Background: an optimization exercise with open tools, aiming at small area, a short achievable clock period and few clock cycles. Do not read the settings as production practice. RTL that was checked went through simulation tests only; none was proved equivalent to the original. Power and IR drop assume default switching activity.

==> 06-10 <==
==> flow/design.v <==
module lane_fold (
    input  wire        clk,
    input  wire        rst,
    input  wire        in_valid,
    output wire        in_ready,
    input  wire        in_first,
    input  wire [47:0] in_s,
    input  wire [7:0]  in_ea,
    input  wire [7:0]  in_eb,
    input  wire [9:0]  in_anchor,
    output reg         out_valid,
    output reg  [47:0] out_acc,
    output reg         out_sticky,
    output reg         out_loss,
    output reg         out_sat
);
    assign in_ready = 1'b1;
    reg        s1_valid;
    reg        s1_first;
    reg [47:0] s1_s;
    reg [9:0]  s1_ds;         
    reg [9:0]  s1_dc;
    wire [10:0] op_a = {{3{in_ea[7]}}, in_ea};
    wire [10:0] op_b = {{3{in_eb[7]}}, in_eb};
    wire [10:0] op_c = ~{in_anchor[9], in_anchor};
    wire [10:0] csa_s = op_a ^ op_b ^ op_c;
    wire [10:0] csa_c = (op_a & op_b) | (op_a & op_c) | (op_b & op_c);
    always @(posedge clk) begin
        if (rst) s1_valid <= 1'b0;
        else     s1_valid <= in_valid;
        s1_first  <= in_first;
        s1_s      <= in_s;
        s1_ds     <= csa_s[9:0];             
        s1_dc     <= csa_c[9:0];
    end
    wire [48:0] t;
    wire        loss, force_sat;
    fold_shift u_shift (
        .valid(s1_valid), .s(s1_s), .ds(s1_ds), .dc(s1_dc),
        .t(t), .loss(loss), .force_sat(force_sat)
    );
    reg        s2_valid;
    reg        s2_first;
    reg [48:0] s2_t;
    reg        s2_loss;
    reg        s2_force;
    reg        s2_sgn;
    always @(posedge clk) begin
        if (rst) s2_valid <= 1'b0;
        else     s2_valid <= s1_valid;
        s2_first <= s1_first & s1_valid;
        s2_t     <= t;
        s2_loss  <= loss;
        s2_force <= force_sat;
        s2_sgn   <= s1_s[47];
    end
    wire [47:0] acc_next;
    wire        sat;
    fold_add u_add (
        .acc(out_acc), .first(s2_first), .t(s2_t), .cin(s2_sgn & s2_loss),
        .force_sat(s2_force), .sgn(s2_sgn), .acc_next(acc_next), .sat(sat)
    );
    wire sticky_next = (s2_first ? 1'b0 : out_sticky) | (s2_loss & s2_valid);
    always @(posedge clk) begin
        if (rst) out_valid <= 1'b0;
        else     out_valid <= s2_valid;
        out_acc    <= acc_next;
        out_sticky <= sticky_next;
        out_loss   <= s2_loss;
        out_sat    <= sat;
    end
endmodule
module fold_shift (
    input  wire        valid,
    input  wire [47:0] s,
    input  wire [9:0]  ds,
    input  wire [9:0]  dc,
    output reg  [48:0] t,
    output wire        loss,
    output wire        force_sat
);
    wire [10:0] d     = {ds[9], ds} + {dc, 1'b1};
    wire [5:0]  k     = d[5:0];
    wire        dneg  = d[10];
    wire        big_l = !dneg && ((d[9:6] != 4'd0) || (k[5] && k[4]));
    wire        big_r = dneg && !((d[9:6] == 4'hf) && (k >= 6'd17));
    wire        sgn   = s[47];
    wire        s_nz  = |s;
    wire        rmode = dneg | !valid;
    wire        bigr  = big_r | !valid;
    wire [63:0] r0 = {{16{sgn}}, s};
    wire [63:0] r1 = k[0] ? {r0[62:0], r0[63]}    : r0;
    wire [63:0] r2 = k[1] ? {r1[61:0], r1[63:62]} : r1;
    wire [63:0] r3 = k[2] ? {r2[59:0], r2[63:60]} : r2;
    wire [63:0] r4 = k[3] ? {r3[55:0], r3[63:56]} : r3;
    wire [63:0] r5 = k[4] ? {r4[47:0], r4[63:48]} : r4;
    wire [63:0] r6 = k[5] ? {r5[31:0], r5[63:32]} : r5;
    reg  [63:0] th;
    integer j;
    always @(*) begin
        for (j = 0; j < 64; j = j + 1)
            th[j] = (j < k);
    end
    reg loss_r, ovf_l;
    integer i;
    always @(*) begin
        for (i = 0; i < 49; i = i + 1)
            t[i] = (rmode ? (!th[i] || bigr) : th[i]) ? (rmode & sgn) : r6[i];
        loss_r = 1'b0;
        for (i = 0; i < 48; i = i + 1)
            loss_r = loss_r | (s[i] & !th[63-i]);
        ovf_l = 1'b0;
        for (i = 1; i < 47; i = i + 1)
            ovf_l = ovf_l | ((s[i] ^ sgn) & th[47-i]);
    end
    assign loss      = rmode & (bigr ? s_nz : loss_r);
    assign force_sat = valid & !dneg & (big_l ? s_nz : ovf_l);
endmodule
module fold_add (
    input  wire [47:0] acc,
    input  wire        first,
    input  wire [48:0] t,
    input  wire        cin,
    input  wire        force_sat,
    input  wire        sgn,
    output wire [47:0] acc_next,
    output wire        sat
);
    wire [47:0] base = first ? 48'd0 : acc;
    wire [47:0] sum48;
    add_sk #(48) u_sum (.a({1'b0, base[46:0]}), .b({1'b0, t[46:0]}), .ci(cin), .s(sum48));
    wire [46:0] lo_s = sum48[46:0];
    wire        c47  = sum48[47];
    wire        z    = (lo_s == 47'd0);
    wire a47 = base[47];
    wire t47 = t[47];
    wire t48 = t[48];
    wire up1 = a47 ? (t47 & c47) : (t47 | c47);      
    wire eqm = a47 & !t47 & !c47;                     
    wire eq1 = a47 ? (t47 & c47) : (t47 ^ c47);       
    wire sat_a = force_sat | (!t48 & up1) | (t48 & !up1);
    wire at_min = (t48 ? eq1 : eqm) & z;
    wire neg = force_sat ? sgn : t48;
    wire [47:0] v = {a47 ^ t47 ^ c47, lo_s[46:1], lo_s[0] | at_min};
    assign acc_next = sat_a ? (neg ? 48'h8000_0000_0001 : 48'h7fff_ffff_ffff) : v;
    assign sat = sat_a | at_min;
endmodule
module add_sk #(parameter W = 48, parameter LOGW = 6) (input [W-1:0] a, input [W-1:0] b, input ci, output [W-1:0] s);
    reg [W-1:0] g, p;
    integer i, j;
    always @* begin
        p = a ^ b; g = a & b;
        g[0] = g[0] | (p[0] & ci);
        for (i = 0; i < LOGW; i = i+1)
            for (j = 0; j < W; j = j + 1)
                if ((j >> i) & 1) begin
                    g[j] = g[j] | p[j] & g[((j >> i) << i) - 1];
                    p[j] = p[j] & p[((j >> i) << i) - 1];
                end
    end
    assign s = a ^ b ^ {g[W-2:0], ci};
endmodule
==> flow/flow/run.sh <==
#!/bin/bash
# The standard layout, except that:
# - buffer_ports gives every input and output port a buf_2 (inputs then
#   become buf_1) instead of the resizer's default delay buffer;
# - the resizer's setup repair aims at a slack margin of SETUP_MARGIN ns, so
#   that it works on paths longer than (period - margin) while the clock and
#   the constraints stay those of the design.
set -euo pipefail
here=$(pwd)
SETUP_MARGIN=${SETUP_MARGIN:-15}
bash standard.sh "BUFFER_PORTS_ARGS=-buffer_cell sky130_fd_sc_hd__buf_2" \
    PRE_RESIZE_TCL="$here/flow/inbuf.tcl" \
    SETUP_SLACK_MARGIN=$SETUP_MARGIN finish > "$here/standard.log" 2>&1
==> flow/flow/inbuf.tcl <==
# The input port buffers drive a single register or gate each: use buf_1
# for them instead of the buf_2 that buffer_ports put on every port.
foreach inst [[ord::get_db_block] getInsts] {
  if {[regexp {^input[0-9]+$} [$inst getName]] &&
      [[$inst getMaster] getName] eq "sky130_fd_sc_hd__buf_2"} {
    replace_cell [sta::find_instance [$inst getName]] sky130_fd_sc_hd__buf_1
  }
}
==> flow/standard.sh <==
#!/bin/bash
# synth_recipe.tcl (not shown) runs the flow's synth.tcl, then flattens the netlist and writes it again
# the make line also repeats each setting of config.mk as NAME=value (left out here)
make -C /OpenROAD-flow-scripts/flow DESIGN_CONFIG=/design/flow/config.mk WORK_HOME=/design/flow/orfs CLKGATE_MAP_FILE= SYNTH_SCRIPT=/design/flow/synth_recipe.tcl "${@:-finish}"
==> flow/config.mk <==
export PLATFORM = sky130hd
export DESIGN_NAME = lane_fold
export DESIGN_NICKNAME = lane_fold
export VERILOG_FILES = /design/flow/design.v
export SDC_FILE = /design/flow/constraint.sdc
export NUM_CORES = 4
export LEC_CHECK = 0
export CAP_MARGIN = 15
export CORE_MARGIN = 2
export CORE_UTILIZATION = 65
export CTS_BUF_LIST = sky130_fd_sc_hd__clkbuf_8
export SLEW_MARGIN = 15
export SYNTH_HIERARCHICAL = 1
==> flow/constraint.sdc <==
create_clock -name core_clock -period 20.0 [get_ports {clk}]
set_input_delay 4.0000 -clock core_clock [delete_from_list [all_inputs] [get_ports {clk}]]
set_output_delay 4.0000 -clock core_clock [all_outputs]
set_load 0.01 [all_outputs]
==> 09-18: changes against 06-10 <==
==> flow/design.v, changed modules only <==
module lane_fold (
    input  wire        clk,
    input  wire        rst,
    input  wire        in_valid,
    output wire        in_ready,
    input  wire        in_first,
    input  wire [47:0] in_s,
    input  wire [7:0]  in_ea,
    input  wire [7:0]  in_eb,
    input  wire [9:0]  in_anchor,
    output reg         out_valid,
    output reg  [47:0] out_acc,
    output reg         out_sticky,
    output reg         out_loss,
    output reg         out_sat
);
    assign in_ready = 1'b1;
    reg        s1_valid;
    reg        s1_first;
    reg [47:0] s1_s;
    reg [9:0]  s1_ds;         
    reg [9:0]  s1_dc;
    wire [10:0] op_a = {{3{in_ea[7]}}, in_ea};
    wire [10:0] op_b = {{3{in_eb[7]}}, in_eb};
    wire [10:0] op_c = ~{in_anchor[9], in_anchor};
    wire [10:0] csa_s = op_a ^ op_b ^ op_c;
    wire [10:0] csa_c = (op_a & op_b) | (op_a & op_c) | (op_b & op_c);
    always @(posedge clk) begin
        if (rst) s1_valid <= 1'b0;
        else     s1_valid <= in_valid;
        s1_first  <= in_first;
        s1_s      <= in_s;
        s1_ds     <= csa_s[9:0];             
        s1_dc     <= csa_c[9:0];
    end
    wire [48:0] t;
    wire        cin, loss, force_sat;
    fold_shift u_shift (
        .valid(s1_valid), .s(s1_s), .ds(s1_ds), .dc(s1_dc),
        .t(t), .cin(cin), .loss(loss), .force_sat(force_sat)
    );
    reg        s2_valid;
    reg        s2_first;
    reg [48:0] s2_t;
    reg        s2_cin;
    reg        s2_loss;
    reg        s2_force;
    reg        s2_sgn;
    always @(posedge clk) begin
        if (rst) s2_valid <= 1'b0;
        else     s2_valid <= s1_valid;
        s2_first <= s1_first & s1_valid;
        s2_t     <= t;
        s2_cin   <= cin;
        s2_loss  <= loss;
        s2_force <= force_sat;
        s2_sgn   <= s1_s[47];
    end
    wire [47:0] acc_next;
    wire        sat;
    fold_add u_add (
        .acc(out_acc), .first(s2_first), .t(s2_t), .cin(s2_cin),
        .force_sat(s2_force), .sgn(s2_sgn), .acc_next(acc_next), .sat(sat)
    );
    wire sticky_next = (s2_first ? 1'b0 : out_sticky) | (s2_loss & s2_valid);
    always @(posedge clk) begin
        if (rst) out_valid <= 1'b0;
        else     out_valid <= s2_valid;
        out_acc    <= acc_next;
        out_sticky <= sticky_next;
        out_loss   <= s2_loss;
        out_sat    <= sat;
    end
endmodule
module fold_shift (
    input  wire        valid,
    input  wire [47:0] s,
    input  wire [9:0]  ds,
    input  wire [9:0]  dc,
    output reg  [48:0] t,
    output wire        cin,
    output wire        loss,
    output wire        force_sat
);
    wire [10:0] d     = {ds[9], ds} + {dc, 1'b1};
    wire [5:0]  k     = d[5:0];
    wire        dneg  = d[10];
    wire        big_l = !dneg && ((d[9:6] != 4'd0) || (k[5] && k[4]));
    wire        big_r = dneg && !((d[9:6] == 4'hf) && (k >= 6'd17));
    wire        sgn   = s[47];
    wire        s_nz  = |s;
    wire        rmode = dneg | !valid;
    wire        bigr  = big_r | !valid;
    wire [63:0] r0 = {{16{sgn}}, s};
    wire [63:0] r1 = k[0] ? {r0[62:0], r0[63]}    : r0;
    wire [63:0] r2 = k[1] ? {r1[61:0], r1[63:62]} : r1;
    wire [63:0] r3 = k[2] ? {r2[59:0], r2[63:60]} : r2;
    wire [63:0] r4 = k[3] ? {r3[55:0], r3[63:56]} : r3;
    wire [63:0] r5 = k[4] ? {r4[47:0], r4[63:48]} : r4;
    wire [63:0] r6 = k[5] ? {r5[31:0], r5[63:32]} : r5;
    reg  [63:0] th;
    integer j;
    always @(*) begin
        for (j = 0; j < 64; j = j + 1)
            th[j] = (j < k);
    end
    reg loss_r, ovf_l;
    integer i;
    always @(*) begin
        for (i = 0; i < 49; i = i + 1)
            t[i] = rmode ? ((th[i] && !bigr) ? r6[i] : sgn)
                         : (th[i] ? 1'b0 : r6[i]);
        loss_r = 1'b0;
        for (i = 0; i < 48; i = i + 1)
            loss_r = loss_r | (s[i] & !th[63-i]);
        ovf_l = 1'b0;
        for (i = 1; i < 47; i = i + 1)
            ovf_l = ovf_l | ((s[i] ^ sgn) & th[47-i]);
    end
    assign loss      = rmode & (bigr ? s_nz : loss_r);
    assign cin       = sgn & loss;
    assign force_sat = valid & !dneg & (big_l ? s_nz : ovf_l);
endmodule
module add_sk #(parameter W = 50) (input [W-1:0] a, input [W-1:0] b, input ci, output [W-1:0] s);
    reg [W-1:0] g, p;
    integer i, j;
    always @* begin
        p = a ^ b; g = a & b;
        g[0] = g[0] | (p[0] & ci);
        for (i = 0; i < $clog2(W); i = i+1)
            for (j = 0; j < W; j = j + 1)
                if ((j >> i) & 1) begin
                    g[j] = g[j] | p[j] & g[((j >> i) << i) - 1];
                    p[j] = p[j] & p[((j >> i) << i) - 1];
                end
    end
    assign s = a ^ b ^ {g[W-2:0], ci};
endmodule
==> flow/flow/run.sh (replaced) <==
#!/bin/bash
# The standard layout, except that:
# - the port buffers are buf_1 (inputs) and buf_2 (outputs) instead of the
#   resizer's default delay buffer (every port still gets its buffer);
# - the resizer's setup repair aims at a slack margin of SETUP_MARGIN ns, so
#   that it works on paths longer than (period - margin) while the clock and
#   the constraints stay those of the design.
set -euo pipefail
here=$(pwd)
SETUP_MARGIN=${SETUP_MARGIN:-15}
bash standard.sh DONT_BUFFER_PORTS=1 PRE_GLOBAL_PLACE_TCL="$here/flow/ports.tcl" \
    SETUP_SLACK_MARGIN=$SETUP_MARGIN finish > "$here/standard.log" 2>&1
==> flow/flow/ports.tcl (new file) <==
# every input and output port gets a buffer, as buffer_ports does by default
buffer_ports -inputs -buffer_cell sky130_fd_sc_hd__buf_1
buffer_ports -outputs -buffer_cell sky130_fd_sc_hd__buf_2
- CAP_MARGIN: 15 -> 30
- CORE_UTILIZATION: 65 -> 40
- CTS_BUF_LIST: sky130_fd_sc_hd__clkbuf_8 -> default
- SLEW_MARGIN: 15 -> 30
removed: flow/flow/inbuf.tcl
==> 08-15: changes against 06-10 <==
--- a/flow/design.v
+++ b/flow/design.v
@@ -106,5 +106,6 @@
     always @(*) begin
         for (i = 0; i < 49; i = i + 1)
-            t[i] = (rmode ? (!th[i] || bigr) : th[i]) ? (rmode & sgn) : r6[i];
+            t[i] = rmode ? ((th[i] && !bigr) ? r6[i] : sgn)
+                         : (th[i] ? 1'b0 : r6[i]);
         loss_r = 1'b0;
         for (i = 0; i < 48; i = i + 1)
- CORE_UTILIZATION: 65 -> 60
- CTS_BUF_LIST: sky130_fd_sc_hd__clkbuf_8 -> sky130_fd_sc_hd__clkbuf_16 sky130_fd_sc_hd__clkbuf_8
==> 08-22: changes against 06-10 <==
==> flow/design.v, changed modules only <==
module lane_fold (
    input  wire        clk,
    input  wire        rst,
    input  wire        in_valid,
    output wire        in_ready,
    input  wire        in_first,
    input  wire [47:0] in_s,
    input  wire [7:0]  in_ea,
    input  wire [7:0]  in_eb,
    input  wire [9:0]  in_anchor,
    output reg         out_valid,
    output reg  [47:0] out_acc,
    output reg         out_sticky,
    output reg         out_loss,
    output reg         out_sat
);
    assign in_ready = 1'b1;
    reg        s1_valid;
    reg        s1_first;
    reg [47:0] s1_s;
    reg [7:0]  s1_ea;
    reg [7:0]  s1_eb;
    reg [9:0]  s1_anchor;
    always @(posedge clk) begin
        if (rst) s1_valid <= 1'b0;
        else     s1_valid <= in_valid;
        s1_first  <= in_first;
        s1_s      <= in_s;
        s1_ea     <= in_ea;
        s1_eb     <= in_eb;
        s1_anchor <= in_anchor;
    end
    wire [48:0] t;
    wire        cin, loss, force_sat;
    fold_shift u_shift (
        .valid(s1_valid), .s(s1_s), .ea(s1_ea), .eb(s1_eb), .anchor(s1_anchor),
        .t(t), .cin(cin), .loss(loss), .force_sat(force_sat)
    );
    reg        s2_valid;
    reg        s2_first;
    reg [48:0] s2_t;
    reg        s2_cin;
    reg        s2_loss;
    reg        s2_force;
    reg        s2_sgn;
    always @(posedge clk) begin
        if (rst) s2_valid <= 1'b0;
        else     s2_valid <= s1_valid;
        s2_first <= s1_first & s1_valid;
        s2_t     <= t;
        s2_cin   <= cin;
        s2_loss  <= loss;
        s2_force <= force_sat;
        s2_sgn   <= s1_s[47];
    end
    wire [47:0] acc_next;
    wire        sat;
    fold_add u_add (
        .acc(out_acc), .first(s2_first), .t(s2_t), .cin(s2_cin),
        .force_sat(s2_force), .sgn(s2_sgn), .acc_next(acc_next), .sat(sat)
    );
    wire sticky_next = (s2_first ? 1'b0 : out_sticky) | (s2_loss & s2_valid);
    always @(posedge clk) begin
        if (rst) out_valid <= 1'b0;
        else     out_valid <= s2_valid;
        out_acc    <= acc_next;
        out_sticky <= sticky_next;
        out_loss   <= s2_loss;
        out_sat    <= sat;
    end
endmodule
module fold_shift (
    input  wire        valid,
    input  wire [47:0] s,
    input  wire [7:0]  ea,
    input  wire [7:0]  eb,
    input  wire [9:0]  anchor,
    output reg  [48:0] t,
    output wire        cin,
    output wire        loss,
    output wire        force_sat
);
    wire [10:0] d     = {{3{ea[7]}}, ea} + {{3{eb[7]}}, eb} - {anchor[9], anchor};
    wire [5:0]  k     = d[5:0];
    wire        dneg  = d[10];
    wire        big_l = !dneg && ((d[9:6] != 4'd0) || (k[5] && k[4]));
    wire        big_r = dneg && !((d[9:6] == 4'hf) && (k >= 6'd17));
    wire        sgn   = s[47];
    wire        s_nz  = |s;
    wire        rmode = dneg | !valid;
    wire        bigr  = big_r | !valid;
    wire [63:0] r0 = {{16{sgn}}, s};
    wire [63:0] r1 = k[0] ? {r0[62:0], r0[63]}    : r0;
    wire [63:0] r2 = k[1] ? {r1[61:0], r1[63:62]} : r1;
    wire [63:0] r3 = k[2] ? {r2[59:0], r2[63:60]} : r2;
    wire [63:0] r4 = k[3] ? {r3[55:0], r3[63:56]} : r3;
    wire [63:0] r5 = k[4] ? {r4[47:0], r4[63:48]} : r4;
    wire [63:0] r6 = k[5] ? {r5[31:0], r5[63:32]} : r5;
    reg  [63:0] th;
    integer j;
    always @(*) begin
        for (j = 0; j < 64; j = j + 1)
            th[j] = (j < k);
    end
    reg loss_r, ovf_l;
    integer i;
    always @(*) begin
        for (i = 0; i < 49; i = i + 1)
            t[i] = rmode ? ((th[i] && !bigr) ? r6[i] : sgn)
                         : (th[i] ? 1'b0 : r6[i]);
        loss_r = 1'b0;
        for (i = 0; i < 48; i = i + 1)
            loss_r = loss_r | (s[i] & !th[63-i]);
        ovf_l = 1'b0;
        for (i = 1; i < 47; i = i + 1)
            ovf_l = ovf_l | ((s[i] ^ sgn) & th[47-i]);
    end
    assign loss      = rmode & (bigr ? s_nz : loss_r);
    assign cin       = sgn & loss;
    assign force_sat = valid & !dneg & (big_l ? s_nz : ovf_l);
endmodule
module fold_add (
    input  wire [47:0] acc,
    input  wire        first,
    input  wire [48:0] t,
    input  wire        cin,
    input  wire        force_sat,
    input  wire        sgn,
    output wire [47:0] acc_next,
    output wire        sat
);
    wire [47:0] base = first ? 48'd0 : acc;
    wire [46:0] lo_s;
    wire        c47;
    assign {c47, lo_s} = {1'b0, base[46:0]} + {1'b0, t[46:0]} + {47'd0, cin};
    wire [46:0] x  = base[46:0] ^ t[46:0];
    wire [46:0] cz = {base[45:0] | t[45:0], cin};
    wire        z  = (x == cz);
    wire a47 = base[47];
    wire t47 = t[47];
    wire t48 = t[48];
    wire up1 = a47 ? (t47 & c47) : (t47 | c47);      
    wire eqm = a47 & !t47 & !c47;                     
    wire eq1 = a47 ? (t47 & c47) : (t47 ^ c47);       
    wire hi  = !t48 & up1;
    wire lo  = t48 ? (!up1 | (eq1 & z)) : (eqm & z);
    assign sat = force_sat | hi | lo;
    wire neg = force_sat ? sgn : (t48 | eqm);
    assign acc_next = sat ? (neg ? 48'h8000_0000_0001 : 48'h7fff_ffff_ffff)
                          : {a47 ^ t47 ^ c47, lo_s};
endmodule
// module add_sk removed
==> flow/flow/run.sh (replaced) <==
#!/bin/bash
# The standard layout, except that the port buffers are buf_1 (inputs) and
# buf_2 (outputs) instead of the resizer's default delay buffer.
set -euo pipefail
here=$(pwd)
bash standard.sh DONT_BUFFER_PORTS=1 PRE_GLOBAL_PLACE_TCL="$here/flow/ports.tcl" finish > "$here/standard.log" 2>&1
==> flow/flow/ports.tcl (new file) <==
# every input and output port gets a buffer, as buffer_ports does by default
buffer_ports -inputs -buffer_cell sky130_fd_sc_hd__buf_1
buffer_ports -outputs -buffer_cell sky130_fd_sc_hd__buf_2
- CAP_MARGIN: 15 -> 30
- CORE_UTILIZATION: 65 -> 40
- CTS_BUF_LIST: sky130_fd_sc_hd__clkbuf_8 -> default
- SLEW_MARGIN: 15 -> 30
removed: flow/flow/inbuf.tcl
==> summary of the runs <==
- Clock skew, lowest first: 08-15, 08-22, 06-10, 09-18.
- Against 08-22, the count of clock-buffer cells in the layout of 08-15 is lower by 1.
- Clock power, lowest first: 06-10, 08-22, 09-18, 08-15.
- The highest worst hold slack belongs to 06-10, the lowest to 09-18.
- 09-18 finished clean. 08-15 finished clean. 08-22 completed with no timing, DRC or antenna violations. 06-10 passed the timing, DRC and antenna checks.
==> figures <==
|  | 08-22 | 09-18 | 08-15 | 06-10 |
|---|---|---|---|---|
| Pwr per Cell Area | 176 nW/um^2 | 174 nW/um^2 | 174 nW/um^2 | 174 nW/um^2 |
| Buffers inserted by post-CTS timing repair | 0 | 0 | 1 | 1 |
| XOR/XNOR Fraction of Synth Area | 0.0522 | 0.0253 | 0.0241 | 0.0255 |
| First DRT Iteration DRCs | 1740 | 1734 | 1839 | 2540 |
| Share of Yosys cell area claimed by the top area cell type | 0.225 | 0.245 | 0.248 | 0.250 |
| Run status | finished clean | finished clean | finished clean | finished clean |
| Sum of routed wire length over all layers | 67200 um | 56500 um | 53800 um | 54300 um |
| Fill cell count | 4048 | 3556 | 1974 | 1662 |
| Maximum fanout along the worst path | 55 | 3 | 3 | 2 |
| Final HPWL DP | 50900 um | 41500 um | 39300 um | 37400 um |
Testbench counts of 08-15, summed over its fixed seeds: cycles 480,024.
No functional check of the RTL was part of 06-10, 09-18 and 08-22.

==> separate check: timing with driven ports <==
How much do the figures lean on ideal ports? The routed layouts below were timed once more, with nothing changed but the port constraints.
Step 1 sets driving cells, clkbuf_16 on the clock port and buf_2 on the other inputs (assumed; they add their load-dependent delay and slew).
Step 2 adds t to the input delays and takes it off the output delays; t is the mean of the earliest and latest rising clock arrival at the registers after step 1. Input paths then give back, and output paths get back, about the clock's delay inside the block.
a / b / c = no drivers / after step 1 / after step 2; a / b = the first two.
run | t (ns) | setup WS [ns] | hold WS [ns]
06-10 | 0.532 | 15.026 / 14.978 / 15.068 | 0.438 / 0.438 / 0.438
09-18 | 0.516 | 15.067 / 15.012 / 15.215 | 0.353 / 0.353 / 0.353
08-15 | 0.494 | 15.034 / 14.982 / 15.106 | 0.406 / 0.406 / 0.406
08-22 | 0.547 | 13.796 / 13.796 / 13.796 | 0.433 / 0.433 / 0.433
After both steps every run listed still meets setup and hold.
